This design comes from an exercise in tuning for small area, a short achievable clock period and few clock cycles per item on the open sky130 flow, not from production work. Only simulation tests tie the RTL to the original design; equivalence was not proved.

==> job 366: inputs <==
Design loop_slot_unit, start of the top module:
module loop_slot_unit (
    input  wire        clk,
    input  wire        rst,
    input  wire        in_valid,
    output wire        in_ready,
    input  wire [2:0]  typ,
    input  wire [3:0]  fmt,
    input  wire        lim_src,
    input  wire [7:0]  signs,
    input  wire        hold,
    input  wire        start,
    input  wire [31:0] a,
    input  wire [31:0] b,
    input  wire [31:0] c,
    input  wire [31:0] d,
    input  wire [31:0] p0,
    input  wire [31:0] p1,
    input  wire [31:0] p2,
    input  wire [31:0] p3,
    input  wire [31:0] p4,
    input  wire [31:0] p5,
    input  wire [15:0] p6,
    input  wire [31:0] st_out,
    input  wire [31:0] st_i,
    input  wire [7:0]  gov_gap,
    input  wire [7:0]  gov_win,
    output reg         out_valid,
    output reg  [31:0] out,
    output reg  [31:0] aux,
    output reg  [5:0]  flags
);
    localparam T_BAND = 3'd1, T_PI = 3'd2, T_RAMP = 3'd3,
  ...
export LEC_CHECK = 0
export CAP_MARGIN = 10
export CELL_PAD_IN_SITES_DETAIL_PLACEMENT = 2
export CELL_PAD_IN_SITES_GLOBAL_PLACEMENT = 2
export CORE_MARGIN = 2
export CORE_UTILIZATION = 25
export CTS_CLUSTER_DIAMETER = 120
export CTS_CLUSTER_SIZE = 24
export SLEW_MARGIN = 10
export SYNTH_HIERARCHICAL = 1
export SYNTH_MINIMUM_KEEP_SIZE = 0
create_clock -name core_clock -period 44.0 [get_ports {clk}]
standard.sh (not shown) runs the stock make flow with config.mk's settings and CLKGATE_MAP_FILE= SYNTH_SCRIPT=/design/flow/synth_recipe.tcl, a recipe that flattens the netlist after the stock synthesis.
==> flow/flow/run.sh <==
#!/bin/bash
# The standard layout (the standard.sh: standard synthesis, floorplan, placement,
# CTS, routing) with these changes to how it is made; the constraints
# (constraint.sdc) are the design's:
# - the buffers ABC put in the synthesized netlist are removed at floorplan, and the
#   placement's repair buffers the nets again as it needs;
# - every port still gets a buffer, but the smallest one (buf_1) to start with;
# - ORFS's timing repair is asked to keep 34.5 ns of setup slack at the design's
#   44 ns clock, so that it sizes and buffers every path longer than 9.5 ns
#   (including those port buffers), with gate cloning off and sizing free to
#   change a cell's footprint.
# make's full output goes to standard.log here; ORFS keeps each step's log under orfs/logs.
set -euo pipefail
bash standard.sh SETUP_SLACK_MARGIN=34.5 SKIP_GATE_CLONING=1 MATCH_CELL_FOOTPRINT=0 \
    REMOVE_ABC_BUFFERS=1 "BUFFER_PORTS_ARGS=-buffer_cell sky130_fd_sc_hd__buf_1" finish > standard.log 2>&1
==> job 9281 (differences from job 366) <==
--- a/flow/design.v
+++ b/flow/design.v
@@ -1,7 +1,59 @@
+module lsu_addsat #(parameter SUB = 0) (
+    input  wire [31:0] x,
+    input  wire [31:0] y,
+    output wire [31:0] s,
+    output wire        ov
+);
+    wire [32:0] xe = {x[31], x};
+    wire [32:0] ye = SUB ? ~{y[31], y} : {y[31], y};
+    wire [32:0] r;
+    wire        co_unused;
+    lsu_add33 u_add (.x(xe), .y(ye), .ci(SUB != 0), .s(r), .co(co_unused));
+    assign ov = r[32] ^ r[31];
+    assign s  = ov ? (r[32] ? 32'h8000_0000 : 32'h7fff_ffff) : r[31:0];
+endmodule
+module lsu_clamp (
+    input  wire [31:0] x,
+    input  wire [31:0] lo,
+    input  wire [31:0] hi,
+    output wire [31:0] y,
+    output wire        act
+);
+    wire below = $signed(x) < $signed(lo);
+    wire above = $signed(x) > $signed(hi);
+    assign y   = below ? lo : (above ? hi : x);
+    assign act = below | above;
+endmodule
+module lsu_addclamp (
+    input  wire [31:0] x,
+    input  wire [31:0] y,
+    input  wire        wu,
+    input  wire [31:0] lo,
+    input  wire [31:0] hi,
+    output wire [31:0] s,
+    output wire [31:0] z,
+    output wire        ov,
+    output wire        act
+);
+    lsu_addsat u_add (.x(x), .y(y), .s(s), .ov(ov));
+    wire [31:0] xw = wu ? 32'd0 : x;
+    wire [33:0] xe = {{2{xw[31]}}, xw};
+    wire [33:0] ye = {{2{y[31]}}, y};
+    wire [33:0] le = {{2{lo[31]}}, lo};
+    wire [33:0] he = {{2{hi[31]}}, hi};
+    wire [33:0] dlo = xe + ye - le;           
+    wire [33:0] dhi = he - xe - ye;           
+    wire        pos_ov = ~wu & ov & ~s[31];
+    wire        neg_ov = ~wu & ov &  s[31];
+    wire below = dlo[33] & ~(neg_ov & (lo == 32'h8000_0000));
+    wire above = dhi[33] & ~(pos_ov & (hi == 32'h7fff_ffff));
+    assign z   = below ? lo : (above ? hi : (wu ? y : s));
+    assign act = below | above;
+endmodule
 module lsu_mulb (input wire [31:0] x, input wire [31:0] k, input wire [3:0] rnd,
                  output wire [63:0] p);
     wire [32:0] xs = {x[31], x};
     wire [32:0] kk = {k, 1'b0};
     wire [15:0] neg;
     genvar j;
     generate
@@ -2724,23 +2776,22 @@
     localparam F_AOV = 0, F_LIM = 1, F_INT = 2, F_RATE = 3, F_GOV = 4, F_ORDER = 5;
     localparam M_PASS = 3'd0, M_BAND = 3'd1, M_RAMP = 3'd2, M_SCALE = 3'd3,
                M_PI0 = 3'd4, M_PI1 = 3'd5;
     reg         rdy, rdy_o;       
     assign in_ready = rdy_o;
     wire        acc   = in_valid & rdy;
     wire        acc_o = in_valid & rdy_o;
-    wire [2:0]  gl_in = {gov_gap[7:4] < p6[7:4], gov_gap[7:4] == p6[7:4], gov_gap[3:0] < p6[3:0]};
-    wire [2:0]  wl_in = {gov_win[7:4] < p6[15:12], gov_win[7:4] == p6[15:12], gov_win[3:0] < p6[11:8]};
+    wire        gov_in = (gov_gap < p6[7:0]) | (gov_win >= p6[15:8]);
     wire [7:0]  gap_in = (gov_gap == 8'hff) ? 8'hff : gov_gap + 8'd1;
     reg         v0;
     reg  [2:0]  t0;
     reg  [3:0]  f0;
     reg         ls0, h0, s0;
     reg  [7:0]  sg0, gap0;
-    reg  [2:0]  gl0, wl0;
+    reg         gov0;
     reg  [31:0] a0, b0, c0, d0, k0, k1, k2, k3, k4, k5, so0, si0;
     always @(posedge clk) begin
         if (rst) begin
             rdy   <= 1'b1;
             rdy_o <= 1'b1;
             v0    <= 1'b0;
         end else begin
@@ -2749,56 +2800,36 @@
             v0  <= acc | (v0 & ~rdy);
         end
         if (rdy) begin
             t0 <= typ; f0 <= fmt; a0 <= a; b0 <= b; k0 <= p0; k4 <= p4; k5 <= p5;
         end
         ls0 <= lim_src; h0 <= hold; s0 <= start; sg0 <= signs;
         c0 <= c; d0 <= d; k1 <= p1; k2 <= p2; k3 <= p3;
-        so0 <= st_out; si0 <= st_i; gl0 <= gl_in; wl0 <= wl_in; gap0 <= gap_in;
+        so0 <= st_out; si0 <= st_i; gov0 <= gov_in; gap0 <= gap_in;
     end
     wire is_band  = t0 == T_BAND;
     wire is_pi    = t0 == T_PI;
     wire is_ramp  = t0 == T_RAMP;
     wire is_limit = t0 == T_LIMIT;
     wire is_sum   = t0 == T_SUM;
     wire is_scale = t0 == T_SCALE;
     wire pi0 = is_pi & ~rdy;      
     wire pi1 = is_pi & rdy;       
     wire [31:0] e;
     wire        e_ov;
-    wire [32:0] u_err_xe = {a0[31], a0};
-    wire [32:0] u_err_ye = ~{b0[31], b0};
-    wire [32:0] u_err_r;
-    wire        u_err_co;
-    lsu_add33 u_err_add (.x(u_err_xe), .y(u_err_ye), .ci(1'b1), .s(u_err_r), .co(u_err_co));
-    assign e_ov = u_err_r[32] ^ u_err_r[31];
-    assign e  = e_ov ? (u_err_r[32] ? 32'h8000_0000 : 32'h7fff_ffff) : u_err_r[31:0];
+    lsu_addsat #(.SUB(1)) u_err (.x(a0), .y(b0), .s(e), .ov(e_ov));
     wire [1:0] sc_sel = (f0[1] & f0[2] & ~f0[0]) ? 2'd0 :              
                         ((f0[1] ^ f0[2]) ? (f0[0] ? 2'd2 : 2'd1) :      
                          (f0[1] ? 2'd1 : (f0[0] ? 2'd3 : 2'd2)));       
     wire [1:0]  m_sel = pi0 ? (f0[3] ? 2'd1 : 2'd2) :
                         pi1 ? (f0[2] ? 2'd1 : 2'd2) : sc_sel;
     wire [31:0] s_inc, s_dec;
     wire        s_inc_ov, s_dec_ov;
-    wire [31:0] inc_y = is_band ? k2 : k0;
-    wire [31:0] dec_y = is_band ? k2 : k1;
-    wire [32:0] u_inc_xe = {so0[31], so0};
-    wire [32:0] u_inc_ye = {inc_y[31], inc_y};
-    wire [32:0] u_inc_r;
-    wire        u_inc_co;
-    lsu_add33 u_inc_add (.x(u_inc_xe), .y(u_inc_ye), .ci(1'b0), .s(u_inc_r), .co(u_inc_co));
-    assign s_inc_ov = u_inc_r[32] ^ u_inc_r[31];
-    assign s_inc  = s_inc_ov ? (u_inc_r[32] ? 32'h8000_0000 : 32'h7fff_ffff) : u_inc_r[31:0];
-    wire [32:0] u_dec_xe = {so0[31], so0};
-    wire [32:0] u_dec_ye = ~{dec_y[31], dec_y};
-    wire [32:0] u_dec_r;
-    wire        u_dec_co;
-    lsu_add33 u_dec_add (.x(u_dec_xe), .y(u_dec_ye), .ci(1'b1), .s(u_dec_r), .co(u_dec_co));
-    assign s_dec_ov = u_dec_r[32] ^ u_dec_r[31];
-    assign s_dec  = s_dec_ov ? (u_dec_r[32] ? 32'h8000_0000 : 32'h7fff_ffff) : u_dec_r[31:0];
+    lsu_addsat           u_inc (.x(so0), .y(is_band ? k2 : k0), .s(s_inc), .ov(s_inc_ov));
+    lsu_addsat #(.SUB(1)) u_dec (.x(so0), .y(is_band ? k2 : k1), .s(s_dec), .ov(s_dec_ov));
     wire        band_up = $signed(e) > $signed(k0);
     wire [32:0] band_dns = {e[31], e} + {k1[31], k1};
     wire        band_dn = band_dns[32];
     wire [31:0] lim_lo0 = ls0 ? b0 : k0;
     wire [31:0] lim_hi0 = ls0 ? c0 : k1;
     wire        lim_order = $signed(lim_lo0) > $signed(lim_hi0);
     wire [32:0] lim_mid2;
@@ -2863,15 +2894,15 @@
         gap1 <= gap0;
         fl1  <= is_limit ? {lim_order, 3'd0, lim_act, 1'b0} :
                 is_sum ? {5'd0, sum_pos_ov | sum_neg_ov} :
                 is_ramp ? {4'd0, cl_act, 1'b0} : 6'd0;
         up1  <= band_up | is_ramp;
         dn1  <= band_dn;
         h1   <= h0;
-        gov1 <= (gl0[2] | (gl0[1] & gl0[0])) | ~(wl0[2] | (wl0[1] & wl0[0]));
+        gov1 <= gov0;
         eov1 <= e_ov;
         iov1 <= s_inc_ov;
         dov1 <= s_dec_ov;
         st1  <= s0;
         ge1  <= ~cl_below;      
         le1  <= ~cl_above;      
     end
@@ -2959,36 +2990,16 @@
     wire md2_pi1   = md2 == M_PI1;
     wire md2_scale = md2 == M_SCALE;
     wire windup = md2_pi0 & ((ge2 & ~q[31] & (|q)) | (le2 & q[31]));
     wire [31:0] s3_sum, s3_z;
     wire        s3_ov, s3_act;
     reg  [31:0] i3;
     reg         int3, aov3;
-    wire [31:0] s3_x = q;
-    wire [31:0] s3_y = md2_pi1 ? i3 : w2;
-    wire [32:0] u_s3a_xe = {s3_x[31], s3_x};
-    wire [32:0] u_s3a_ye = {s3_y[31], s3_y};
-    wire [32:0] u_s3a_r;
-    wire        u_s3a_co;
-    lsu_add33 u_s3a_add (.x(u_s3a_xe), .y(u_s3a_ye), .ci(1'b0), .s(u_s3a_r), .co(u_s3a_co));
-    assign s3_ov = u_s3a_r[32] ^ u_s3a_r[31];
-    assign s3_sum  = s3_ov ? (u_s3a_r[32] ? 32'h8000_0000 : 32'h7fff_ffff) : u_s3a_r[31:0];
-    wire [31:0] s3_xw = windup ? 32'd0 : s3_x;
-    wire [33:0] s3_xe = {{2{s3_xw[31]}}, s3_xw};
-    wire [33:0] s3_ye = {{2{s3_y[31]}}, s3_y};
-    wire [33:0] s3_le = {{2{lo2[31]}}, lo2};
-    wire [33:0] s3_he = {{2{hi2[31]}}, hi2};
-    wire [33:0] s3_dlo = s3_xe + s3_ye - s3_le;
-    wire [33:0] s3_dhi = s3_he - s3_xe - s3_ye;
-    wire        s3_pov = ~windup & s3_ov & ~s3_sum[31];
-    wire        s3_nov = ~windup & s3_ov &  s3_sum[31];
-    wire s3_below = s3_dlo[33] & ~(s3_nov & (lo2 == 32'h8000_0000));
-    wire s3_above = s3_dhi[33] & ~(s3_pov & (hi2 == 32'h7fff_ffff));
-    assign s3_z   = s3_below ? lo2 : (s3_above ? hi2 : (windup ? s3_y : s3_sum));
-    assign s3_act = s3_below | s3_above;
+    lsu_addclamp u_s3 (.x(q), .y(md2_pi1 ? i3 : w2), .wu(windup), .lo(lo2), .hi(hi2),
+                       .s(s3_sum), .z(s3_z), .ov(s3_ov), .act(s3_act));
     always @(posedge clk) begin
         i3   <= h2 ? w2 : s3_z;
         int3 <= ~h2 & (windup | s3_act);
         aov3 <= eov2 | (~h2 & (q_ov | s3_ov));
     end
     always @(posedge clk) begin
         if (rst) out_valid <= 1'b0;
==> flow/flow/run.sh (replaced) <==
#!/bin/bash
# The standard layout (the standard.sh: standard synthesis, floorplan, placement,
# CTS, routing) with these changes to how it is made; the constraints
# (constraint.sdc) are the design's:
# - every port still gets a buffer, but the smallest one (buf_1) to start with;
# - ORFS's timing repair is asked to keep 34.5 ns of setup slack at the design's
#   44 ns clock, so that it sizes and buffers every path longer than 9.5 ns
#   (including those port buffers), with gate cloning off and sizing free to
#   change a cell's footprint.
# make's full output goes to standard.log here; ORFS keeps each step's log under orfs/logs.
set -euo pipefail
bash standard.sh SETUP_SLACK_MARGIN=34.5 SKIP_GATE_CLONING=1 MATCH_CELL_FOOTPRINT=0 \
    "BUFFER_PORTS_ARGS=-buffer_cell sky130_fd_sc_hd__buf_1" finish > standard.log 2>&1
CAP_MARGIN = 20   (was 10)
SLEW_MARGIN = 20   (was 10)
==> notes <==
Routed wire length is about the same in job 9281 and job 366. Setup slack: job 366 is better than job 9281 (16 ps). Critical path depth is the same in job 9281 and job 366. Between job 9281 and job 366, the lower first-iteration DRC count is in job 9281 (gap about 3%, measured against job 366). In job 9281 the sequential share of layout area is lower than in job 366, by 0.45 points. Against job 9281, the sequential cell count of job 366 is higher by 5. In job 9281 the global-route usage is lower than in job 366, by 0.37 points.
==> figures <==
| quantity | job 9281 | job 366 |
|---|---|---|
| Register share of the cell area | 20.7% | 21.1% |
| Launch point of the worst hold path | le1 | h0 |
| Met2 routed WL | 195000 um | 196000 um |
| Status | timing/DRC/antenna clean | timing/DRC/antenna clean |
| Worst Tran Pin Value | 1320 ps | 1220 ps |
| Setup slack of the critical path after layout | 33850 ps | 33860 ps |
| Average routed wire per standard cell | 32.4 um | 33.1 um |
| Maximum single-stage delay on the critical path | 410 ps | 380 ps |
| Met3 Resource Use GR | 3.50% | 3.94% |
| Reg-to-reg endpoint | pr2[37] | pr2[39] |
| Crit path arrival time | 1350 ps | 1340 ps |
| All-Layer GR Usage | 25.6% | 26.0% |
| Worst-skew pair later-pin latency | 820 ps | 860 ps |
| Wire length on met1 | 206000 um | 205000 um |
| Tcrit/Tclk final | 23.1% | 23.0% |
| Filler-free cell count of the finished design | 13929 | 13603 |
Testbench counts of job 366, summed over its fixed seeds: cycles 37,310, items 32,000.
Testbench counts of job 9281, summed over its fixed seeds: cycles 37,310, items 32,000.

---

==> build 58 <==
Starting RTL as in the previous note.
export LEC_CHECK = 0
export CAP_MARGIN = 10
export CELL_PAD_IN_SITES_DETAIL_PLACEMENT = 2
export CELL_PAD_IN_SITES_GLOBAL_PLACEMENT = 2
export CORE_MARGIN = 2
export CORE_UTILIZATION = 25
export CTS_CLUSTER_DIAMETER = 120
export CTS_CLUSTER_SIZE = 24
export SLEW_MARGIN = 10
export SYNTH_HIERARCHICAL = 1
export SYNTH_MINIMUM_KEEP_SIZE = 0
create_clock -name core_clock -period 44.0 [get_ports {clk}]
==> flow/flow/run.sh <==
#!/bin/bash
# The standard layout (the standard.sh: standard synthesis, floorplan, placement,
# CTS, routing) with these changes to how it is made; the constraints
# (constraint.sdc) are the design's:
# - every port still gets a buffer, but the smallest one (buf_1) to start with;
# - ORFS's timing repair is asked to keep 34.5 ns of setup slack at the design's
#   44 ns clock, so that it sizes and buffers every path longer than 9.5 ns
#   (including those port buffers), with gate cloning off and sizing free to
#   change a cell's footprint.
# make's full output goes to standard.log here; ORFS keeps each step's log under orfs/logs.
set -euo pipefail
bash standard.sh SETUP_SLACK_MARGIN=34.5 SKIP_GATE_CLONING=1 MATCH_CELL_FOOTPRINT=0 \
    "BUFFER_PORTS_ARGS=-buffer_cell sky130_fd_sc_hd__buf_1" finish > standard.log 2>&1
==> inputs of trial 34, as changes to build 58 <==
--- a/flow/design.v
+++ b/flow/design.v
@@ -1,5 +1,57 @@
+module lsu_addsat #(parameter SUB = 0) (
+    input  wire [31:0] x,
+    input  wire [31:0] y,
+    output wire [31:0] s,
+    output wire        ov
+);
+    wire [32:0] xe = {x[31], x};
+    wire [32:0] ye = SUB ? ~{y[31], y} : {y[31], y};
+    wire [32:0] r;
+    wire        co_unused;
+    lsu_add33 u_add (.x(xe), .y(ye), .ci(SUB != 0), .s(r), .co(co_unused));
+    assign ov = r[32] ^ r[31];
+    assign s  = ov ? (r[32] ? 32'h8000_0000 : 32'h7fff_ffff) : r[31:0];
+endmodule
+module lsu_clamp (
+    input  wire [31:0] x,
+    input  wire [31:0] lo,
+    input  wire [31:0] hi,
+    output wire [31:0] y,
+    output wire        act
+);
+    wire below = $signed(x) < $signed(lo);
+    wire above = $signed(x) > $signed(hi);
+    assign y   = below ? lo : (above ? hi : x);
+    assign act = below | above;
+endmodule
+module lsu_addclamp (
+    input  wire [31:0] x,
+    input  wire [31:0] y,
+    input  wire        wu,
+    input  wire [31:0] lo,
+    input  wire [31:0] hi,
+    output wire [31:0] s,
+    output wire [31:0] z,
+    output wire        ov,
+    output wire        act
+);
+    lsu_addsat u_add (.x(x), .y(y), .s(s), .ov(ov));
+    wire [31:0] xw = wu ? 32'd0 : x;
+    wire [33:0] xe = {{2{xw[31]}}, xw};
+    wire [33:0] ye = {{2{y[31]}}, y};
+    wire [33:0] le = {{2{lo[31]}}, lo};
+    wire [33:0] he = {{2{hi[31]}}, hi};
+    wire [33:0] dlo = xe + ye - le;           
+    wire [33:0] dhi = he - xe - ye;           
+    wire        pos_ov = ~wu & ov & ~s[31];
+    wire        neg_ov = ~wu & ov &  s[31];
+    wire below = dlo[33] & ~(neg_ov & (lo == 32'h8000_0000));
+    wire above = dhi[33] & ~(pos_ov & (hi == 32'h7fff_ffff));
+    assign z   = below ? lo : (above ? hi : (wu ? y : s));
+    assign act = below | above;
+endmodule
 module lsu_mulb (input wire [31:0] x, input wire [31:0] k, input wire [3:0] rnd,
                  output wire [63:0] p);
     wire [32:0] xs = {x[31], x};
     wire [32:0] kk = {k, 1'b0};
     wire [15:0] neg;
@@ -2726,19 +2778,18 @@
                M_PI0 = 3'd4, M_PI1 = 3'd5;
     reg         rdy, rdy_o;       
     assign in_ready = rdy_o;
     wire        acc   = in_valid & rdy;
     wire        acc_o = in_valid & rdy_o;
-    wire [2:0]  gl_in = {gov_gap[7:4] < p6[7:4], gov_gap[7:4] == p6[7:4], gov_gap[3:0] < p6[3:0]};
-    wire [2:0]  wl_in = {gov_win[7:4] < p6[15:12], gov_win[7:4] == p6[15:12], gov_win[3:0] < p6[11:8]};
+    wire        gov_in = (gov_gap < p6[7:0]) | (gov_win >= p6[15:8]);
     wire [7:0]  gap_in = (gov_gap == 8'hff) ? 8'hff : gov_gap + 8'd1;
     reg         v0;
     reg  [2:0]  t0;
     reg  [3:0]  f0;
     reg         ls0, h0, s0;
     reg  [7:0]  sg0, gap0;
-    reg  [2:0]  gl0, wl0;
+    reg         gov0;
     reg  [31:0] a0, b0, c0, d0, k0, k1, k2, k3, k4, k5, so0, si0;
     always @(posedge clk) begin
         if (rst) begin
             rdy   <= 1'b1;
             rdy_o <= 1'b1;
@@ -2751,11 +2802,11 @@
         if (rdy) begin
             t0 <= typ; f0 <= fmt; a0 <= a; b0 <= b; k0 <= p0; k4 <= p4; k5 <= p5;
         end
         ls0 <= lim_src; h0 <= hold; s0 <= start; sg0 <= signs;
         c0 <= c; d0 <= d; k1 <= p1; k2 <= p2; k3 <= p3;
-        so0 <= st_out; si0 <= st_i; gl0 <= gl_in; wl0 <= wl_in; gap0 <= gap_in;
+        so0 <= st_out; si0 <= st_i; gov0 <= gov_in; gap0 <= gap_in;
     end
     wire is_band  = t0 == T_BAND;
     wire is_pi    = t0 == T_PI;
     wire is_ramp  = t0 == T_RAMP;
     wire is_limit = t0 == T_LIMIT;
@@ -2763,40 +2814,20 @@
     wire is_scale = t0 == T_SCALE;
     wire pi0 = is_pi & ~rdy;      
     wire pi1 = is_pi & rdy;       
     wire [31:0] e;
     wire        e_ov;
-    wire [32:0] u_err_xe = {a0[31], a0};
-    wire [32:0] u_err_ye = ~{b0[31], b0};
-    wire [32:0] u_err_r;
-    wire        u_err_co;
-    lsu_add33 u_err_add (.x(u_err_xe), .y(u_err_ye), .ci(1'b1), .s(u_err_r), .co(u_err_co));
-    assign e_ov = u_err_r[32] ^ u_err_r[31];
-    assign e  = e_ov ? (u_err_r[32] ? 32'h8000_0000 : 32'h7fff_ffff) : u_err_r[31:0];
+    lsu_addsat #(.SUB(1)) u_err (.x(a0), .y(b0), .s(e), .ov(e_ov));
     wire [1:0] sc_sel = (f0[1] & f0[2] & ~f0[0]) ? 2'd0 :              
                         ((f0[1] ^ f0[2]) ? (f0[0] ? 2'd2 : 2'd1) :      
                          (f0[1] ? 2'd1 : (f0[0] ? 2'd3 : 2'd2)));       
     wire [1:0]  m_sel = pi0 ? (f0[3] ? 2'd1 : 2'd2) :
                         pi1 ? (f0[2] ? 2'd1 : 2'd2) : sc_sel;
     wire [31:0] s_inc, s_dec;
     wire        s_inc_ov, s_dec_ov;
-    wire [31:0] inc_y = is_band ? k2 : k0;
-    wire [31:0] dec_y = is_band ? k2 : k1;
-    wire [32:0] u_inc_xe = {so0[31], so0};
-    wire [32:0] u_inc_ye = {inc_y[31], inc_y};
-    wire [32:0] u_inc_r;
-    wire        u_inc_co;
-    lsu_add33 u_inc_add (.x(u_inc_xe), .y(u_inc_ye), .ci(1'b0), .s(u_inc_r), .co(u_inc_co));
-    assign s_inc_ov = u_inc_r[32] ^ u_inc_r[31];
-    assign s_inc  = s_inc_ov ? (u_inc_r[32] ? 32'h8000_0000 : 32'h7fff_ffff) : u_inc_r[31:0];
-    wire [32:0] u_dec_xe = {so0[31], so0};
-    wire [32:0] u_dec_ye = ~{dec_y[31], dec_y};
-    wire [32:0] u_dec_r;
-    wire        u_dec_co;
-    lsu_add33 u_dec_add (.x(u_dec_xe), .y(u_dec_ye), .ci(1'b1), .s(u_dec_r), .co(u_dec_co));
-    assign s_dec_ov = u_dec_r[32] ^ u_dec_r[31];
-    assign s_dec  = s_dec_ov ? (u_dec_r[32] ? 32'h8000_0000 : 32'h7fff_ffff) : u_dec_r[31:0];
+    lsu_addsat           u_inc (.x(so0), .y(is_band ? k2 : k0), .s(s_inc), .ov(s_inc_ov));
+    lsu_addsat #(.SUB(1)) u_dec (.x(so0), .y(is_band ? k2 : k1), .s(s_dec), .ov(s_dec_ov));
     wire        band_up = $signed(e) > $signed(k0);
     wire [32:0] band_dns = {e[31], e} + {k1[31], k1};
     wire        band_dn = band_dns[32];
     wire [31:0] lim_lo0 = ls0 ? b0 : k0;
     wire [31:0] lim_hi0 = ls0 ? c0 : k1;
@@ -2865,11 +2896,11 @@
                 is_sum ? {5'd0, sum_pos_ov | sum_neg_ov} :
                 is_ramp ? {4'd0, cl_act, 1'b0} : 6'd0;
         up1  <= band_up | is_ramp;
         dn1  <= band_dn;
         h1   <= h0;
-        gov1 <= (gl0[2] | (gl0[1] & gl0[0])) | ~(wl0[2] | (wl0[1] & wl0[0]));
+        gov1 <= gov0;
         eov1 <= e_ov;
         iov1 <= s_inc_ov;
         dov1 <= s_dec_ov;
         st1  <= s0;
         ge1  <= ~cl_below;      
@@ -2961,32 +2992,12 @@
     wire windup = md2_pi0 & ((ge2 & ~q[31] & (|q)) | (le2 & q[31]));
     wire [31:0] s3_sum, s3_z;
     wire        s3_ov, s3_act;
     reg  [31:0] i3;
     reg         int3, aov3;
-    wire [31:0] s3_x = q;
-    wire [31:0] s3_y = md2_pi1 ? i3 : w2;
-    wire [32:0] u_s3a_xe = {s3_x[31], s3_x};
-    wire [32:0] u_s3a_ye = {s3_y[31], s3_y};
-    wire [32:0] u_s3a_r;
-    wire        u_s3a_co;
-    lsu_add33 u_s3a_add (.x(u_s3a_xe), .y(u_s3a_ye), .ci(1'b0), .s(u_s3a_r), .co(u_s3a_co));
-    assign s3_ov = u_s3a_r[32] ^ u_s3a_r[31];
-    assign s3_sum  = s3_ov ? (u_s3a_r[32] ? 32'h8000_0000 : 32'h7fff_ffff) : u_s3a_r[31:0];
-    wire [31:0] s3_xw = windup ? 32'd0 : s3_x;
-    wire [33:0] s3_xe = {{2{s3_xw[31]}}, s3_xw};
-    wire [33:0] s3_ye = {{2{s3_y[31]}}, s3_y};
-    wire [33:0] s3_le = {{2{lo2[31]}}, lo2};
-    wire [33:0] s3_he = {{2{hi2[31]}}, hi2};
-    wire [33:0] s3_dlo = s3_xe + s3_ye - s3_le;
-    wire [33:0] s3_dhi = s3_he - s3_xe - s3_ye;
-    wire        s3_pov = ~windup & s3_ov & ~s3_sum[31];
-    wire        s3_nov = ~windup & s3_ov &  s3_sum[31];
-    wire s3_below = s3_dlo[33] & ~(s3_nov & (lo2 == 32'h8000_0000));
-    wire s3_above = s3_dhi[33] & ~(s3_pov & (hi2 == 32'h7fff_ffff));
-    assign s3_z   = s3_below ? lo2 : (s3_above ? hi2 : (windup ? s3_y : s3_sum));
-    assign s3_act = s3_below | s3_above;
+    lsu_addclamp u_s3 (.x(q), .y(md2_pi1 ? i3 : w2), .wu(windup), .lo(lo2), .hi(hi2),
+                       .s(s3_sum), .z(s3_z), .ov(s3_ov), .act(s3_act));
     always @(posedge clk) begin
         i3   <= h2 ? w2 : s3_z;
         int3 <= ~h2 & (windup | s3_act);
         aov3 <= eov2 | (~h2 & (q_ov | s3_ov));
     end
==> flow/flow/run.sh (replaced) <==
#!/bin/bash
set -euo pipefail
bash standard.sh SETUP_SLACK_MARGIN=34.5 SKIP_GATE_CLONING=1 MATCH_CELL_FOOTPRINT=0 finish > standard.log 2>&1
CAP_MARGIN = 20   (was 10)
CTS_CLUSTER_DIAMETER = not set   (was 120)
CTS_CLUSTER_SIZE = not set   (was 24)
SLEW_MARGIN = 20   (was 10)
==> summary.txt <==
| quantity | build 58 | trial 34 |
|---|---|---|
| Num sequential | 886 | 881 |
| Multi-input logic portion of the cell area | 63.71% | 60.39% |
| Critical hold path startpoint | gap0[7] | h0 |
| Met2 track demand over resource in global routing | 39.89% | 39.54% |
| Clock buf count | 70 | 140 |
| Core occupancy in the finished layout | 27.93% | 29.34% |
| Reg area | 19550 um2 | 19420 um2 |
| Final min period | 10090 ps | 10190 ps |
| Post-cts sizing count | 179 | 301 |
| Dpl cell area | 89890 um2 | 94690 um2 |
| Amount of wire on met2 after detailed routing | 195.0 mm | 196.0 mm |
| Result of the run | timing/DRC/antenna clean | timing/DRC/antenna clean |
| Sinks on the clock net | 886 | 881 |
| Total number of nets in the final design | 10950 | 11200 |
| FF-to-FF End | pr2[40] | out[3] |
| Die outline area | 336400 um2 | 342700 um2 |
Testbench counts of build 58, summed over its fixed seeds: cycles 37,310, items 32,000.
Testbench counts of trial 34, summed over its fixed seeds: cycles 37,310, items 32,000.

separate check: timing with driven ports:
No port has a modelled driver above. Below, the same layouts with a new extraction and two added sets of constraints.
Step 1: set_driving_cell puts a clkbuf_16 on clk and a buf_2 on each other input, an assumption about the parent block.
Step 2, shift: input delay + t, output delay - t, t = (earliest + latest rising clock arrival at the registers) / 2. This alone moves slack from input paths to output paths.
Slacks: ideal ports / drivers / drivers and shift; pairs: ideal ports / drivers.
run | shift t [ns] | setup WS [ns] | latest minus earliest clock arrival (ns) | worst register clock-pin slew, ns | worst slew at a driven data input, ns
job 366 | 0.934 | 33.862 / 33.749 / 33.998 | 0.080 / 0.081 | 0.11 / 0.11 | 0.14
job 9281 | 0.909 | 33.846 / 33.731 / 33.345 | 0.055 / 0.055 | 0.11 / 0.11 | 0.09
build 58 | 0.874 | 33.914 / 33.818 / 34.002 | 0.076 / 0.076 | 0.11 / 0.11 | 0.19
trial 34 | 0.977 | 33.805 / 33.698 / 33.087 | 0.100 / 0.099 | 0.08 / 0.08 | 0.09
After both steps setup and hold are still met in every run listed. For trial 34, which loses most, drivers alone change the setup slack by -0.107 ns; drivers and shift together by -0.718 ns.
